From an optimization exercise on the open Yosys and OpenROAD flow, aimed at small area and a short achievable clock period; shortcuts taken in it are not production practice. Function was checked by simulation only, so behaviour that the tests miss may differ from the original.

==> 10-15 <==
==> flow/design.v <==
module kbfly_srt4 (
    input  wire [23:0] s_in,
    input  wire [23:0] c_in,     
    input  wire [1:0]  bits,
    input  wire [22:0] d,
    input  wire [27:0] m,        
    output wire [23:0] s_out,
    output wire [23:0] c_out
);
    wire [6:0] ye = s_in[23:17] + c_in[23:17];
    function automatic ge7(input [6:0] x, input [6:0] t);
        integer j;
        reg c;
        reg [6:0] xa, tb;
        begin
            xa = {~x[6], x[5:0]};
            tb = ~{~t[6], t[5:0]};
            c = 1'b1;
            for (j = 0; j < 7; j = j + 1)
                c = (xa[j] & tb[j]) | (xa[j] & c) | (tb[j] & c);
            ge7 = c;
        end
    endfunction
    wire gm1 = ge7(ye, m[6:0]);
    wire g0  = ge7(ye, m[13:7]);
    wire gp1 = ge7(ye, m[20:14]);
    wire gp2 = ge7(ye, m[27:21]);
    wire pos = gp1;
    wire two = gp2 | ~gm1;
    wire one = (gp1 & ~gp2) | (gm1 & ~g0);
    wire [25:0] y_s = {s_in, bits};
    wire [25:0] y_c = {c_in, 1'b0, pos};    
    wire [23:0] d1 = {1'b0, d};
    wire [23:0] d2 = {d, 1'b0};
    wire [23:0] op = ((d1 & {24{one}}) | (d2 & {24{two}})) ^ {24{pos}};
    wire [23:0] a = y_s[23:0], b = y_c[23:0];
    wire [23:0] sm = a ^ b ^ op;
    wire [23:0] cy = (a & b) | (a & op) | (b & op);
    assign s_out = sm;
    assign c_out = {cy[22:0], 1'b0};
endmodule
module kbfly_srt4_thr (
    input  wire [22:0] d,
    output wire [27:0] m
);
    localparam [63:0] T2 = {4'd10, 4'd9, 4'd8, 4'd8, 4'd7, 4'd6, 4'd6, 4'd5,
                            4'd4, 4'd4, 4'd3, 4'd2, 4'd2, 4'd1, 4'd0, 4'd0};
    localparam [15:0] T1A = 16'b1111_1111_1000_0000;    
    localparam [15:0] T1B = 16'b1110_0000_0000_0000;    
    wire [3:0] k  = d[21:18];
    wire [3:0] o2 = T2[4*k +: 4];
    wire [6:0] m2 = 7'd12 + {3'd0, o2};
    wire [6:0] m1 = 7'd4 + {5'd0, T1A[k]} + {5'd0, T1B[k]};
    assign m = {m2, m1, ~m1, ~m2};
endmodule
module kbfly_rca #(
    parameter N = 8
) (
    input  wire [N-1:0] a,
    input  wire [N-1:0] b,
    input  wire         ci,
    output wire [N-1:0] s
);
    wire [N:0] c;
    assign c[0] = ci;
    genvar i;
    generate
        for (i = 0; i < N; i = i + 1) begin : g
            assign s[i]   = a[i] ^ b[i] ^ c[i];
            assign c[i+1] = (a[i] & b[i]) | (a[i] & c[i]) | (b[i] & c[i]);
        end
    endgenerate
endmodule
module kbfly_mul (
    input  wire [23:0] w,
    input  wire [24:0] m,
    output wire [47:0] p
);
    wire [25:0] m1 = {m[24], m};
    wire [25:0] m2 = {m, 1'b0};
    reg  [47:0] rows [0:12];
    integer j;
    reg [2:0] g;
    reg one, two, neg;
    reg [25:0] sel;
    always @* begin
        for (j = 0; j < 12; j = j + 1) begin
            g   = {w[2*j+1], w[2*j], (j == 0) ? 1'b0 : w[2*j-1]};
            neg = g[2];
            one = g[1] ^ g[0];
            two = (g == 3'b100) | (g == 3'b011);
            sel = ({26{one}} & m1) | ({26{two}} & m2);
            sel = sel ^ {26{neg}};
            sel[25] = ~sel[25];
            rows[j] = {22'd0, sel} << (2 * j);
        end
        rows[12] = 48'd0;
        for (j = 0; j < 12; j = j + 1) begin
            g   = {w[2*j+1], w[2*j], (j == 0) ? 1'b0 : w[2*j-1]};
            neg = g[2];
            rows[12][2*j] = neg;
        end
    end
    localparam [47:0] K = 48'h0 - (48'd5592405 << 25);
    wire [47:0] cs_s [0:13];
    wire [47:0] cs_c [0:13];
    assign cs_s[0] = K;
    assign cs_c[0] = rows[12];
    genvar k;
    generate
        for (k = 0; k < 12; k = k + 1) begin : acc
            wire [47:0] x = cs_s[k], y = cs_c[k], z = rows[k];
            wire [47:0] cy = (x & y) | (x & z) | (y & z);
            assign cs_s[k+1] = x ^ y ^ z;
            assign cs_c[k+1] = {cy[46:0], 1'b0};
        end
    endgenerate
    kbfly_rca #(.N(48)) u_cpa (.a(cs_s[12]), .b(cs_c[12]), .ci(1'b0), .s(p));
endmodule
module kbfly (
    input  wire        clk,
    input  wire        rst,         
    input  wire        mq_we,
    input  wire [22:0] mq_wdata,
    input  wire        trig,
    input  wire [1:0]  form,        
    input  wire        centre,
    input  wire        zen,
    input  wire [31:0] w,           
    input  wire [31:0] a,           
    input  wire [31:0] b,           
    output wire        err,         
    output reg         res_valid,   
    output reg         z_we,        
    output wire [31:0] ra,
    output wire [31:0] rb
);
    reg        qok;
    reg [21:0] dlo;
    reg [4:0]  sh;
    reg [22:0] nq;
    reg [4:0]  ns;
    always @* begin
        nq = mq_wdata;
        ns = 5'd0;
        if (nq[22:7] == 16'd0) begin nq = nq << 16; ns[4] = 1'b1; end
        if (nq[22:15] == 8'd0) begin nq = nq << 8;  ns[3] = 1'b1; end
        if (nq[22:19] == 4'd0) begin nq = nq << 4;  ns[2] = 1'b1; end
        if (nq[22:21] == 2'd0) begin nq = nq << 2;  ns[1] = 1'b1; end
        if (nq[22] == 1'b0)    begin nq = nq << 1;  ns[0] = 1'b1; end
    end
    always @(posedge clk) begin
        if (rst)
            qok <= 1'b0;
        else if (mq_we)
            qok <= mq_wdata[0] & (mq_wdata[22:1] != 22'd0);
        if (mq_we) begin
            dlo <= nq[21:0];
            sh  <= ns;
        end
    end
    wire [22:0] d = {1'b1, dlo};
    wire [27:0] thr;
    kbfly_srt4_thr u_thr (.d(d), .m(thr));
    assign err = trig & (form[1] | ~qok);
    wire   go  = trig & ~err;
    reg [2:0] v_p;
    reg [2:0] z_p;
    reg [2:0] gs_p;
    reg [2:0] c_p;
    always @(posedge clk) begin
        if (rst) begin
            v_p <= 3'd0;
            z_p <= 3'd0;
        end else begin
            v_p <= {v_p[1:0], go};
            z_p <= {z_p[1:0], go & zen};
        end
        gs_p <= {gs_p[1:0], form[0]};
        c_p  <= {c_p[1:0], centre};
    end
    wire        gs = form[0];
    wire [24:0] ax = {a[23], a[23:0]};
    wire [24:0] bx = {b[23], b[23:0]};
    wire [24:0] x0, m0;
    kbfly_rca #(.N(25)) u_x (.a(ax), .b(bx & {25{gs}}), .ci(1'b0), .s(x0));
    kbfly_rca #(.N(25)) u_m (.a(ax & {25{gs}}), .b(bx ^ {25{gs}}), .ci(gs), .s(m0));
    reg [24:0] s1_x, s1_m;
    reg [23:0] s1_w;
    always @(posedge clk) begin
        s1_x <= x0;
        s1_m <= m0;
        s1_w <= w[23:0];
    end
    wire [47:0] prod;
    kbfly_mul u_mul (.w(s1_w), .m(s1_m), .p(prod));
    wire [68:0] pn = {{21{prod[47]}}, prod} << sh;
    wire [45:0] xn = {{21{s1_x[24]}}, s1_x} << sh;
    localparam KP1 = 8;     
    localparam KP2 = 20;    
    wire [23:0] xs [0:12];
    wire [23:0] xc [0:12];
    assign xs[0] = {{2{xn[45]}}, xn[45:24]};
    assign xc[0] = 24'd0;
    genvar k;
    generate
        for (k = 0; k < 12; k = k + 1) begin : x1
            kbfly_srt4 u (.s_in(xs[k]), .c_in(xc[k]), .bits(xn[23-2*k -: 2]), .d(d), .m(thr),
                          .s_out(xs[k+1]), .c_out(xc[k+1]));
        end
    endgenerate
    wire [23:0] xw;
    kbfly_rca #(.N(24)) u_xw (.a(xs[12]), .b(xc[12]), .ci(1'b0), .s(xw));
    wire [23:0] ps [0:24];
    wire [23:0] pc [0:24];
    reg  [23:0] s2_ps, s2_pc, s2_xw;
    reg  [47-2*KP1:0] s2_pn;
    reg  [23:0] s3_ps, s3_pc;
    reg  [47-2*KP2:0] s3_pn;
    reg  [22:0] s3_sx;
    assign ps[0] = {{3{pn[68]}}, pn[68:48]};
    assign pc[0] = 24'd0;
    generate
        for (k = 0; k < 24; k = k + 1) begin : p
            wire [23:0] si = (k == KP1) ? s2_ps : (k == KP2) ? s3_ps : ps[k];
            wire [23:0] ci = (k == KP1) ? s2_pc : (k == KP2) ? s3_pc : pc[k];
            wire [1:0]  bi;
            if (k < KP1)      assign bi = pn[47-2*k -: 2];
            else if (k < KP2) assign bi = s2_pn[47-2*k -: 2];
            else              assign bi = s3_pn[47-2*k -: 2];
            kbfly_srt4 u (.s_in(si), .c_in(ci), .bits(bi), .d(d), .m(thr),
                          .s_out(ps[k+1]), .c_out(pc[k+1]));
        end
    endgenerate
    always @(posedge clk) begin
        s2_ps <= ps[KP1];
        s2_pc <= pc[KP1];
        s2_pn <= pn[47-2*KP1:0];
        s2_xw <= xw;
    end
    wire [23:0] sx_t;
    kbfly_rca #(.N(24)) u_xc (.a(s2_xw), .b({1'b0, d & {23{s2_xw[23]}}}), .ci(1'b0), .s(sx_t));
    always @(posedge clk) begin
        s3_ps <= ps[KP2];
        s3_pc <= pc[KP2];
        s3_pn <= s2_pn[47-2*KP2:0];
        s3_sx <= sx_t[22:0];
    end
    wire [23:0] pw, pr_t;
    kbfly_rca #(.N(24)) u_pw (.a(ps[24]), .b(pc[24]), .ci(1'b0), .s(pw));
    kbfly_rca #(.N(24)) u_pr (.a(pw), .b({1'b0, d & {23{pw[23]}}}), .ci(1'b0), .s(pr_t));
    wire [22:0] rr = pr_t[22:0];
    wire [22:0] sx = s3_sx;
    wire [23:0] sum;
    kbfly_rca #(.N(24)) u_sum (.a({1'b0, sx}), .b({1'b0, rr}), .ci(1'b0), .s(sum));
    wire [24:0] sumd;
    kbfly_rca #(.N(25)) u_sumd (.a({1'b0, sum}), .b(~{2'b00, d}), .ci(1'b1), .s(sumd));
    wire [22:0] ct_a = sumd[24] ? sum[22:0] : sumd[22:0];
    wire [23:0] dif;
    kbfly_rca #(.N(24)) u_dif (.a({1'b0, sx}), .b(~{1'b0, rr}), .ci(1'b1), .s(dif));
    wire [23:0] difd;
    kbfly_rca #(.N(24)) u_difd (.a(dif), .b({1'b0, d & {23{dif[23]}}}), .ci(1'b0), .s(difd));
    wire [22:0] ct_b = difd[22:0];
    wire gs3 = gs_p[2];
    wire ce3 = c_p[2];
    wire [22:0] va = gs3 ? sx : ct_a;
    wire [22:0] vb = gs3 ? rr : ct_b;
    wire [23:0] ca_t, cb_t;
    kbfly_rca #(.N(24)) u_ca (.a({1'b0, va}), .b(~{1'b0, d}), .ci(1'b1), .s(ca_t));
    kbfly_rca #(.N(24)) u_cb (.a({1'b0, vb}), .b(~{1'b0, d}), .ci(1'b1), .s(cb_t));
    wire [24:0] ca_2, cb_2;    
    kbfly_rca #(.N(25)) u_ca2 (.a({1'b0, va, 1'b0}), .b(~{2'b00, d}), .ci(1'b1), .s(ca_2));
    kbfly_rca #(.N(25)) u_cb2 (.a({1'b0, vb, 1'b0}), .b(~{2'b00, d}), .ci(1'b1), .s(cb_2));
    wire [23:0] oa = (ce3 & ~ca_2[24]) ? ca_t : {1'b0, va};
    wire [23:0] ob = (ce3 & ~cb_2[24]) ? cb_t : {1'b0, vb};
    wire [47:0] ua_w = {{24{oa[23]}}, oa} >> sh;
    wire [47:0] ub_w = {{24{ob[23]}}, ob} >> sh;
    wire [23:0] ua = ua_w[23:0];
    wire [23:0] ub = ub_w[23:0];
    reg [23:0] ra_r, rb_r;
    always @(posedge clk) begin
        if (rst) begin
            res_valid <= 1'b0;
            z_we      <= 1'b0;
            ra_r      <= 24'd0;
            rb_r      <= 24'd0;
        end else begin
            res_valid <= v_p[2];
            z_we      <= z_p[2];
            if (v_p[2]) begin
                ra_r <= ua;
                rb_r <= ub;
            end
        end
    end
    assign ra = {{8{ra_r[23]}}, ra_r};
    assign rb = {{8{rb_r[23]}}, rb_r};
endmodule
==> flow/run.sh <==
#!/bin/bash
# synth_recipe.tcl (not shown) runs the flow's synth.tcl, then flattens the netlist and writes it again
# the make line also repeats each setting of config.mk as NAME=value (left out here)
make -C /OpenROAD-flow-scripts/flow DESIGN_CONFIG=/design/flow/config.mk WORK_HOME=/design/flow/orfs CLKGATE_MAP_FILE= SYNTH_SCRIPT=/design/flow/synth_recipe.tcl finish
==> flow/config.mk <==
export PLATFORM = sky130hd
export DESIGN_NAME = kbfly
export DESIGN_NICKNAME = kbfly
export VERILOG_FILES = /design/flow/design.v
export SDC_FILE = /design/flow/constraint.sdc
export NUM_CORES = 4
export LEC_CHECK = 0
export CAP_MARGIN = 20
export CORE_MARGIN = 2
export CORE_UTILIZATION = 40
export SLEW_MARGIN = 20
==> flow/constraint.sdc <==
create_clock -name core_clock -period 170.0 [get_ports {clk}]
set_input_delay 34.0000 -clock core_clock [delete_from_list [all_inputs] [get_ports {clk}]]
set_output_delay 34.0000 -clock core_clock [all_outputs]
set_load 0.01 [all_outputs]
==> 05-06 (differences from 10-15) <==
==> flow/design.v, changed modules only <==
module kbfly (
    input  wire        clk,
    input  wire        rst,         
    input  wire        mq_we,
    input  wire [22:0] mq_wdata,
    input  wire        trig,
    input  wire [1:0]  form,        
    input  wire        centre,
    input  wire        zen,
    input  wire [31:0] w,           
    input  wire [31:0] a,           
    input  wire [31:0] b,           
    output wire        err,         
    output reg         res_valid,   
    output reg         z_we,        
    output wire [31:0] ra,
    output wire [31:0] rb
);
    reg        qok;
    reg [21:0] dlo;
    reg [4:0]  sh;
    reg [22:0] nq;
    reg [4:0]  ns;
    always @* begin
        nq = mq_wdata;
        ns = 5'd0;
        if (nq[22:7] == 16'd0) begin nq = nq << 16; ns[4] = 1'b1; end
        if (nq[22:15] == 8'd0) begin nq = nq << 8;  ns[3] = 1'b1; end
        if (nq[22:19] == 4'd0) begin nq = nq << 4;  ns[2] = 1'b1; end
        if (nq[22:21] == 2'd0) begin nq = nq << 2;  ns[1] = 1'b1; end
        if (nq[22] == 1'b0)    begin nq = nq << 1;  ns[0] = 1'b1; end
    end
    always @(posedge clk) begin
        if (rst)
            qok <= 1'b0;
        else if (mq_we)
            qok <= mq_wdata[0] & (mq_wdata[22:1] != 22'd0);
        if (mq_we) begin
            dlo <= nq[21:0];
            sh  <= ns;
        end
    end
    wire [22:0] d = {1'b1, dlo};
    wire [27:0] thr;
    kbfly_srt4_thr u_thr (.d(d), .m(thr));
    assign err = trig & (form[1] | ~qok);
    wire   go  = trig & ~err;
    reg [2:0] v_p;
    reg [2:0] z_p;
    reg [2:0] gs_p;
    reg [2:0] c_p;
    always @(posedge clk) begin
        if (rst) begin
            v_p <= 3'd0;
            z_p <= 3'd0;
        end else begin
            v_p <= {v_p[1:0], go};
            z_p <= {z_p[1:0], go & zen};
        end
        gs_p <= {gs_p[1:0], form[0]};
        c_p  <= {c_p[1:0], centre};
    end
    wire        gs = form[0];
    wire [24:0] ax = {a[23], a[23:0]};
    wire [24:0] bx = {b[23], b[23:0]};
    wire [24:0] x0, m0;
    kbfly_rca #(.N(25)) u_x (.a(ax), .b(bx & {25{gs}}), .ci(1'b0), .s(x0));
    kbfly_rca #(.N(25)) u_m (.a(ax & {25{gs}}), .b(bx ^ {25{gs}}), .ci(gs), .s(m0));
    reg [24:0] s1_x, s1_m;
    reg [23:0] s1_w;
    always @(posedge clk) begin
        s1_x <= x0;
        s1_m <= m0;
        s1_w <= w[23:0];
    end
    wire [47:0] prod;
    kbfly_mul u_mul (.w(s1_w), .m(s1_m), .p(prod));
    wire [68:0] pn = {{21{prod[47]}}, prod} << sh;
    wire [45:0] xn = {{21{s1_x[24]}}, s1_x} << sh;
    localparam KP1 = 8;     
    localparam KP2 = 19;    
    wire [23:0] xs [0:12];
    wire [23:0] xc [0:12];
    assign xs[0] = {{2{xn[45]}}, xn[45:24]};
    assign xc[0] = 24'd0;
    genvar k;
    generate
        for (k = 0; k < 12; k = k + 1) begin : x1
            kbfly_srt4 u (.s_in(xs[k]), .c_in(xc[k]), .bits(xn[23-2*k -: 2]), .d(d), .m(thr),
                          .s_out(xs[k+1]), .c_out(xc[k+1]));
        end
    endgenerate
    wire [23:0] xw;
    kbfly_rca #(.N(24)) u_xw (.a(xs[12]), .b(xc[12]), .ci(1'b0), .s(xw));
    wire [23:0] ps [0:23];
    wire [23:0] pc [0:23];
    reg  [23:0] s2_ps, s2_pc, s2_xw;
    reg  [45-2*KP1:0] s2_pn;
    reg  [23:0] s3_ps, s3_pc;
    reg  [45-2*KP2:0] s3_pn;
    reg  [22:0] s3_sx;
    assign ps[0] = {{2{pn[68]}}, pn[68:46]};
    assign pc[0] = 24'd0;
    generate
        for (k = 0; k < 23; k = k + 1) begin : p
            wire [23:0] si = (k == KP1) ? s2_ps : (k == KP2) ? s3_ps : ps[k];
            wire [23:0] ci = (k == KP1) ? s2_pc : (k == KP2) ? s3_pc : pc[k];
            wire [1:0]  bi;
            if (k < KP1)      assign bi = pn[45-2*k -: 2];
            else if (k < KP2) assign bi = s2_pn[45-2*k -: 2];
            else              assign bi = s3_pn[45-2*k -: 2];
            kbfly_srt4 u (.s_in(si), .c_in(ci), .bits(bi), .d(d), .m(thr),
                          .s_out(ps[k+1]), .c_out(pc[k+1]));
        end
    endgenerate
    always @(posedge clk) begin
        s2_ps <= ps[KP1];
        s2_pc <= pc[KP1];
        s2_pn <= pn[45-2*KP1:0];
        s2_xw <= xw;
    end
    wire [23:0] sx_t;
    kbfly_rca #(.N(24)) u_xc (.a(s2_xw), .b({1'b0, d & {23{s2_xw[23]}}}), .ci(1'b0), .s(sx_t));
    always @(posedge clk) begin
        s3_ps <= ps[KP2];
        s3_pc <= pc[KP2];
        s3_pn <= s2_pn[45-2*KP2:0];
        s3_sx <= sx_t[22:0];
    end
    wire [23:0] pw, pr_t;
    kbfly_rca #(.N(24)) u_pw (.a(ps[23]), .b(pc[23]), .ci(1'b0), .s(pw));
    kbfly_rca #(.N(24)) u_pr (.a(pw), .b({1'b0, d & {23{pw[23]}}}), .ci(1'b0), .s(pr_t));
    wire [22:0] rr = pr_t[22:0];
    wire [22:0] sx = s3_sx;
    wire [23:0] sum;
    kbfly_rca #(.N(24)) u_sum (.a({1'b0, sx}), .b({1'b0, rr}), .ci(1'b0), .s(sum));
    wire [24:0] sumd;
    kbfly_rca #(.N(25)) u_sumd (.a({1'b0, sum}), .b(~{2'b00, d}), .ci(1'b1), .s(sumd));
    wire [22:0] ct_a = sumd[24] ? sum[22:0] : sumd[22:0];
    wire [23:0] dif;
    kbfly_rca #(.N(24)) u_dif (.a({1'b0, sx}), .b(~{1'b0, rr}), .ci(1'b1), .s(dif));
    wire [23:0] difd;
    kbfly_rca #(.N(24)) u_difd (.a(dif), .b({1'b0, d & {23{dif[23]}}}), .ci(1'b0), .s(difd));
    wire [22:0] ct_b = difd[22:0];
    wire gs3 = gs_p[2];
    wire ce3 = c_p[2];
    wire [22:0] va = gs3 ? sx : ct_a;
    wire [22:0] vb = gs3 ? rr : ct_b;
    function automatic ge24(input [23:0] x, input [23:0] t);
        integer j;
        reg c;
        reg [23:0] tb;
        begin
            tb = ~t;
            c = 1'b1;
            for (j = 0; j < 24; j = j + 1)
                c = (x[j] & tb[j]) | (x[j] & c) | (tb[j] & c);
            ge24 = c;
        end
    endfunction
    wire [23:0] ca_t, cb_t;
    kbfly_rca #(.N(24)) u_ca (.a({1'b0, va}), .b(~{1'b0, d}), .ci(1'b1), .s(ca_t));
    kbfly_rca #(.N(24)) u_cb (.a({1'b0, vb}), .b(~{1'b0, d}), .ci(1'b1), .s(cb_t));
    wire hi_a = ge24({va, 1'b0}, {1'b0, d});
    wire hi_b = ge24({vb, 1'b0}, {1'b0, d});
    wire [23:0] oa = (ce3 & hi_a) ? ca_t : {1'b0, va};
    wire [23:0] ob = (ce3 & hi_b) ? cb_t : {1'b0, vb};
    wire [47:0] ua_w = {{24{oa[23]}}, oa} >> sh;
    wire [47:0] ub_w = {{24{ob[23]}}, ob} >> sh;
    wire [23:0] ua = ua_w[23:0];
    wire [23:0] ub = ub_w[23:0];
    reg [23:0] ra_r, rb_r;
    always @(posedge clk) begin
        if (rst) begin
            res_valid <= 1'b0;
            z_we      <= 1'b0;
            ra_r      <= 24'd0;
            rb_r      <= 24'd0;
        end else begin
            res_valid <= v_p[2];
            z_we      <= z_p[2];
            if (v_p[2]) begin
                ra_r <= ua;
                rb_r <= ub;
            end
        end
    end
    assign ra = {{8{ra_r[23]}}, ra_r};
    assign rb = {{8{rb_r[23]}}, rb_r};
endmodule
==> flow/flow/run.sh (new file) <==
#!/bin/bash
# Own layout flow: the standard flow (standard.sh, with its standard synthesis)
# with one change: buffer_ports uses sky130_fd_sc_hd__buf_2 instead of its default
# delay buffer. Every input and output port still gets its own buffer.
# Each tool's output goes to the ORFS logs under orfs/logs; make's output to flow.log.
set -euo pipefail
W=$(pwd)
bash "$W/standard.sh" "BUFFER_PORTS_ARGS=-buffer_cell sky130_fd_sc_hd__buf_2" finish > "$W/flow.log" 2>&1
==> flow/standard.sh (new file) <==
#!/bin/bash
# synth_recipe.tcl (not shown) runs the flow's synth.tcl, then flattens the netlist and writes it again
# the make line also repeats each setting of config.mk as NAME=value (left out here)
make -C /OpenROAD-flow-scripts/flow DESIGN_CONFIG=/design/flow/config.mk WORK_HOME=/design/flow/orfs CLKGATE_MAP_FILE= SYNTH_SCRIPT=/design/flow/synth_recipe.tcl "${@:-finish}"
Settings changed: ABC_AREA set to 1.
removed: flow/run.sh
==> Flow_metrics.wiki <==
{| class="wikitable"
! Metric !! Value
|-
| Most used cells in the layout excluding fill and tap cells || sky130_fd_sc_hd__inv_1 (1605), sky130_fd_sc_hd__nand2_1 (1598), sky130_fd_sc_hd__fa_1 (1237)
|-
| TritonCTS buffer count || 44
|-
| Sum of routed wire segments on met1 || 123000 um
|-
| Invs w/o clock || 1697
|-
| Tap cell count || 2821
|-
| Status || timing/DRC/antenna clean
|-
| Synthesized-area fraction occupied by ao, oa, aoi and oai cells || 16.9%
|-
| Via count of the first global-routing pass || 74700
|-
| Number of diodes added for antenna fixing || 4
|-
| Share of the final layout cell area in sequential cells || 8.04%
|-
| Detailed placer's ending HPWL || 227000 um
|}
The numbers above come from 05-06.

==> Flow_metrics.wiki <==
{| class="wikitable"
! Metric !! Value
|-
| Tap cell count || 2975
|-
| Share of the final layout cell area in sequential cells || 7.56%
|-
| Sum of routed wire segments on met1 || 130000 um
|-
| Synthesized-area fraction occupied by ao, oa, aoi and oai cells || 19.4%
|-
| Detailed placer's ending HPWL || 235000 um
|-
| Via count of the first global-routing pass || 77100
|-
| Number of diodes added for antenna fixing || 1
|-
| Most used cells in the layout excluding fill and tap cells || sky130_fd_sc_hd__fa_1 (1256), sky130_fd_sc_hd__inv_1 (1180), sky130_fd_sc_hd__a22oi_1 (992)
|-
| Status || timing/DRC/antenna clean
|-
| TritonCTS buffer count || 45
|}
The numbers above come from 10-15.

separate check: timing with driven ports:
Ports are ideal in the flow. The routed layouts listed here were re-timed in OpenROAD. Step 1: set_driving_cell puts a clkbuf_16 on clk and a buf_2 on each other input, an assumption about the parent block. Step 2 also shifts input and output timing later by t, the mid clock arrival at the registers, as if the neighbouring blocks saw the same clock. a / b / c = ideal ports / drivers / drivers and shift; a / b = the first two.
| run | shift t [ns] | slack for setup (ns) | worst setup path after step 2 | clock arrival spread, ns | pins driven straight from the clock port |
|---|---|---|---|---|---|
| 10-15 | 0.718 | 100.757 / 100.722 / 100.722 | input to output | 0.070 / 0.070 | 1 |
| 05-06 | 0.742 | 101.642 / 101.617 / 101.617 | input to output | 0.050 / 0.051 | 1 |
After both steps every run listed still meets setup and hold. The setup slack of 10-15, which loses most, moves by -0.035 ns with the drivers and by -0.035 ns with both steps.
